Source: an optimization exercise on an open RTL-to-GDS flow (aim: small area, a short achievable clock period and few clock cycles). Production flows keep margins and buffers that such runs may drop.
In this exercise RTL edits were held to simulation tests only and were not proved equivalent to the original.

$ cat flow/config.mk
export PLATFORM = sky130hd
export DESIGN_NAME = q9_quant
export DESIGN_NICKNAME = q9_quant
export VERILOG_FILES = /design/flow/design.v
export SDC_FILE = /design/flow/constraint.sdc
export NUM_CORES = 4
export LEC_CHECK = 0
export CAP_MARGIN = 20
export CORE_MARGIN = 2
export CORE_UTILIZATION = 40
export SLEW_MARGIN = 20
$ cat flow/constraint.sdc
create_clock -name core_clock -period 80.0 [get_ports {clk}]
set_input_delay 16.0000 -clock core_clock [delete_from_list [all_inputs] [get_ports {clk}]]
set_output_delay 16.0000 -clock core_clock [all_outputs]
set_load 0.01 [all_outputs]
$ cat flow/design.v
module q9_quant (
    input  wire         clk,
    input  wire         rst,
    input  wire         in_valid,
    output wire         in_ready,
    input  wire [511:0] in_x,
    output reg          out_valid,
    output reg  [7:0]   out_scale,
    output reg  [63:0]  out_codes,
    output reg          out_sat,
    output reg          out_qnf
);
    assign in_ready = 1'b1;
    wire [7:0]  scale;
    wire [63:0] codes;
    wire        sat, qnf;
    q9_quant_block u_blk (
        .x(in_x), .scale(scale), .codes(codes), .sat(sat), .qnf(qnf)
    );
    always @(posedge clk) begin
        if (rst)
            out_valid <= 1'b0;
        else
            out_valid <= in_valid & in_ready;
        if (in_valid & in_ready) begin
            out_scale <= scale;
            out_codes <= codes;
            out_sat   <= sat;
            out_qnf   <= qnf;
        end
    end
endmodule
module q9_quant_block (
    input  wire [511:0] x,
    output reg  [7:0]   scale,
    output reg  [63:0]  codes,
    output reg          sat,
    output reg          qnf
);
    integer i, j;
    reg [30:0] amax;
    reg [30:0] mag;
    always @(*) begin
        amax = 31'd0;
        qnf  = 1'b0;
        for (i = 0; i < 16; i = i + 1) begin
            mag = x[32*i +: 31];
            if (mag[30:23] == 8'hFF)
                qnf = 1'b1;
            else if (mag > amax)
                amax = mag;
        end
    end
    wire [7:0] scale_code;
    q9_scale_sel u_sel (.amax(amax), .code(scale_code));
    wire [247:0] thr;
    q9_thresholds u_thr (.scale(scale_code), .thr(thr));
    reg [2:0] idx;
    reg [30:0] t;
    reg [30:0] xm;
    always @(*) begin
        sat   = 1'b0;
        codes = 64'd0;
        scale = scale_code;
        t     = 31'd0;
        xm    = 31'd0;
        idx   = 3'd0;
        for (i = 0; i < 16; i = i + 1) begin
            xm = x[32*i +: 31];
            idx = 3'd0;
            if (scale_code != 8'h00) begin
                for (j = 0; j < 7; j = j + 1) begin
                    t = thr[31*j +: 31];
                    if (xm > t || (xm == t && j[0]))
                        idx = j[2:0] + 3'd1;
                end
                if (xm >= thr[31*7 +: 31])
                    sat = 1'b1;
            end
            codes[4*i +: 4] = {x[32*i+31], idx};
        end
        if (qnf) begin
            scale = 8'hFF;
            codes = 64'd0;
            sat   = 1'b0;
        end
    end
endmodule
module q9_scale_sel (
    input  wire [30:0] amax,
    output reg  [7:0]  code
);
    localparam [30:0] SUB1 = 31'h3840_0000;
    localparam [30:0] SUB2 = 31'h38C0_0000;
    localparam [30:0] SUB3 = 31'h3910_0000;
    localparam [30:0] SUB4 = 31'h3940_0000;
    localparam [30:0] SUB5 = 31'h3970_0000;
    localparam [30:0] SUB6 = 31'h3990_0000;
    localparam [30:0] SUB7 = 31'h39A8_0000;
    localparam [30:0] SUB8 = 31'h39C0_0000;
    wire [7:0]  ea    = amax[30:23];
    wire [23:0] sig   = {1'b1, amax[22:0]};
    wire        upper = (sig > 24'hC0_0000);     
    integer n;
    reg [4:0] n_sel;
    reg signed [11:0] code_raw;
    always @(*) begin
        n_sel = 5'd16;
        for (n = 16; n >= 8; n = n - 1) begin
            if (upper) begin
                if ((3 * n) * (1 << 19) >= sig) n_sel = n[4:0];
            end else begin
                if ((3 * n) * (1 << 18) >= sig) n_sel = n[4:0];
            end
        end
        code_raw = 12'sd8 * ($signed({4'd0, ea}) - 12'sd115 + (upper ? 12'sd1 : 12'sd0))
                 + $signed({7'd0, n_sel}) - 12'sd8;
        if (amax == 31'd0)
            code = 8'h00;
        else if (amax <= SUB8)
            code = 8'd1 + (amax > SUB1) + (amax > SUB2) + (amax > SUB3)
                        + (amax > SUB4) + (amax > SUB5) + (amax > SUB6)
                        + (amax > SUB7);
        else if (code_raw >= 12'sd255)
            code = 8'hFE;
        else
            code = code_raw[7:0];
    end
endmodule
module q9_thresholds (
    input  wire [7:0]   scale,
    output reg  [247:0] thr
);
    localparam [39:0] MID4 = {5'd28, 5'd20, 5'd14, 5'd10, 5'd7, 5'd5, 5'd3, 5'd1};
    wire [4:0] se  = scale[7:3];
    wire [3:0] sc  = {(se != 5'd0), scale[2:0]};         
    wire [4:0] sec = (se == 5'd0) ? 5'd1 : se;           
    integer j, b;
    reg [8:0] p;
    reg [3:0] msb;
    reg [7:0] e_f;
    reg [22:0] m_f;
    always @(*) begin
        thr = 248'd0;
        for (j = 0; j < 8; j = j + 1) begin
            p = MID4[5*j +: 5] * sc;
            msb = 4'd0;
            for (b = 0; b < 9; b = b + 1)
                if (p[b]) msb = b[3:0];
            e_f = {3'd0, sec} + {4'd0, msb} + 8'd107;
            m_f = ({14'd0, p} << (23 - msb));
            thr[31*j +: 31] = {e_f, m_f};
        end
    end
endmodule
$ cat flow/run.sh
#!/bin/bash
# synth_recipe.tcl (not shown) runs the flow's synth.tcl, then flattens the netlist and writes it again
# the make line also repeats each setting of config.mk as NAME=value (left out here)
make -C /OpenROAD-flow-scripts/flow DESIGN_CONFIG=/design/flow/config.mk WORK_HOME=/design/flow/orfs CLKGATE_MAP_FILE= SYNTH_SCRIPT=/design/flow/synth_recipe.tcl finish
==> summary.txt <==
STA
  – Final period util: 94.8%
  – RSZ-0062 raised after global routing: no
  – Setup_tns: 0 ps
  – Post-route minimum period: 75880 ps
  – Max-slew violation count: 0
  – FMAX: approximately 13 MHz
  – Count of final setup violators: 0
  – Actual slew at the worst max-slew pin: 1180 ps
  – Max_slew headroom: 20.8%
  – Min setup slack post-route: 4120 ps
  – Fin. Hold Viols: 0

Global route
  – Congestion Overflow GR: 0
  – First-pass GRT wire length: 526000 um
  – GRT Resource Usage Total: 38.7%
  – Vias in the first global route: 76088
  – Initial antenna violation count: 19
  – Largest net degree at the start of global routing: 65

Critical path
  – Crit-path slowest cell: clkdlybuf4s50_1
  – Startpoint Class: primary input
  – Data required time of the critical path: around 80000 ps
  – WP buf/inv: 26
  – Most used cell, CP: ha_1
  – Crit-path leading delay family: compound AO/OA/AOI/OAI gates
  – Critical Path Fanout Max: 64
  – Critical Setup Path Class: in -> reg
  – Crit path depth: 240
  – Worst setup EP type: flip-flop
  – CP arrival: 76060 ps
  – CP max stage delay: 780 ps

Cells and area
  – Most common cell after layout, fill and taps aside: ha_1
  – Final #Nets: 13130
  – Final std cell area, no fill: between 80000 and 90000 sq um
  – Area grow syn2layout: 17.2%
  – Layout cells sized above 1: between 6 and 7%
  – Non-filler instance count after layout: between 10000 and 15000
  – Commonest cells after routing, fill and taps aside: ha_1 (2429), a21oi_1 (890), o21ai_0 (783)

Synth
  – Post-synthesis register bit count: 75
  – Post-synth EDFFs: 74
  – Syn_area_per_cell: 7.87 sq um
  – Post-synthesis sequential area ratio: under 10%
  – Post-synth ARST share: 0%
  – Mapped Area: a little over 70000 sq um
  – Ys flop type: edfxtp_1
  – Ys Warns: 4
  – Post-Synthesis Cells: 9129
  – Unique masters post-synth: 130

Route
  – Via count: 80775
  – Drt first pass iters: 8
  – DR DRC count: 0
  – Total Routed Length: 371000 um
  – ANT nets after route: 0
  – DRT iter0 DRCs: around 8400
  – WL/cell: 29.6 um
  – Vias per cell: 6.44

CTS
  – H-tree Lvls: 3
  – Clock buffer depth: 2
  – Post-CTS setup buffers: 0
  – Total CTS buffers: 9
  – Clk root buf: clkbuf_16
  – CTS tree: yes
  – Clock sinks: 75
  – Reg clk slew, reported paths: 100 ps

Place
  – Post-place instance area: 83800 sq um
  – Placer congestion estimate: 1.02
  – # port buffers: a little under 600
  – Hpwl dp: 286000 um
  – Placement Setup Slack: 2330 ps
  – Inst Count DP: 12508

Worst hold path
  – Hold EP: out_codes[5]
  – Hold path cells: 1
  – Type of the worst min-delay path: in -> reg
  – Hold Path Origin: in_valid

Die
  – IO Pins: 591
  – Rows: around 160
  – Initial Util: 40.3%
  – Die H: 428 um
  – Core Area: about 180000 sq um
  – Die W: 428 um
  – DIE AREA: 183000 sq um

Job
  – Max-cap viol count: 0

Status
  – Status: timing/DRC/antenna clean
-- per-layer routing --
metal	track usage, %	share of wire [%]	vias to the layer above
met5	0	0.013	-
met4	24.8	7.7	6
met3	7.92	11	1161
met2	58.8	42	4666
met1	49.6	40	38286
li1	-	-	36656
-- worst max-delay path by stage --
| stage | start | end | slack [ps] |
|---|---|---|---|
| 2_1_floorplan | in_x[30] | out_sat | 8150 |
| 3_3_place_gp | in_x[28] | out_sat | 3620 |
| 3_5_place_dp | in_x[28] | out_sat | 2330 |
| 4_1_cts | in_x[28] | out_sat | 2690 |
| 5_1_grt | in_x[28] | out_sat | 120 |
| 6_report | in_x[28] | out_sat | 4120 |
-- cells in the mapped netlist (88+ instances only) --
master       n  share of area (%)
clkbuf_1    88               0.46
nor3_1     116               0.81
a21o_1     396                4.1
o21ai_0    798                5.6
o21a_1     153                1.6
nor2b_1    367                3.2
nand3_1    167                1.2
inv_1      397                2.1
nand2b_1   474                4.1
nand4_1    380                3.3
a21oi_1    910                6.3
nand2_1    477                2.5
mux2i_1    106                1.5
mux2_2      88                1.4
nor4_1     105               0.91
nor2_1     445                2.3
ha_1      2431                 42
-- metrics by stage --
step / hold slack, ps / utilization (%)
after floorplan: 16070 / -
after detailed placement: 16490 / 47.0
after CTS: 15990 / 47.1
after global placement: 16490 / 47.0
final: 16010 / 47.2
after global routing: 16020 / 47.2
-- registers in the layout, summed over array words and instances, names as in the netlist --
register and flops:
out_scale 8, out_valid 1, out_codes 64, out_sat 1, out_qnf 1
-- area by class of cell --
type                       instances  area, sq um
clock inverter                     7          105
sequential                        75         2240
tap                             2355         2950
clock buffer                       9          225
inverter                         402         1510
fill                           17744        94200
timing repair buffer             886         8120
antenna                            8         20.0
multi-input combinational       8792        69000
-- cell families (layout without fill, tap and decap cells) --
kind of cell | after synthesis | after routing | share of synthesized area, %
XOR/XNOR | 133 | 133 | 1.63
adder cells (fa/ha/maj) | 2484 | 2484 | 43.3
other | 1 | 330 | 0.00522
buffers and inverters | 585 | 1304 | 3.43
multiplexers | 211 | 211 | 3.16
AO/OA/AOI/OAI | 2811 | 2812 | 24.0
AND/OR/NAND/NOR | 2829 | 2830 | 21.4
flip-flops | 75 | 75 | 3.12
-- timing repair --
item	4_1_cts	5_1_grt
hold buffers	0	0
gates resized for setup	0	21
endpoints found under the hold margin	0	0
setup endpoints to repair	0	49
Testbench counts, summed over its fixed seeds: cycles 16,008.

port drivers added, routing unchanged:
How much do the figures lean on ideal ports? The routed layout below was timed once more, with nothing changed but the port constraints.
Step 1: set_driving_cell puts a clkbuf_16 on clk and a buf_2 on each other input, an assumption about the parent block.
Step 2 adds t to the input delays and takes it off the output delays; t is the mean of the earliest and latest rising clock arrival at the registers after step 1. Input paths then give back, and output paths get back, about the clock's delay inside the block.
Slacks: ideal / step 1 / step 2; pairs: ideal / step 1.
shift t [ns]: 0.507
setup slack, ns: 4.124 / 4.150 / 3.643
hold WS [ns]: 16.008 / 15.970 / 16.477
worst setup path after step 2: input to register
slew at the worst register clock pin (ns): 0.10 / 0.10
After both steps setup and hold are still met in this run. For this run, drivers alone change the setup slack by +0.026 ns; drivers and shift together by -0.481 ns.
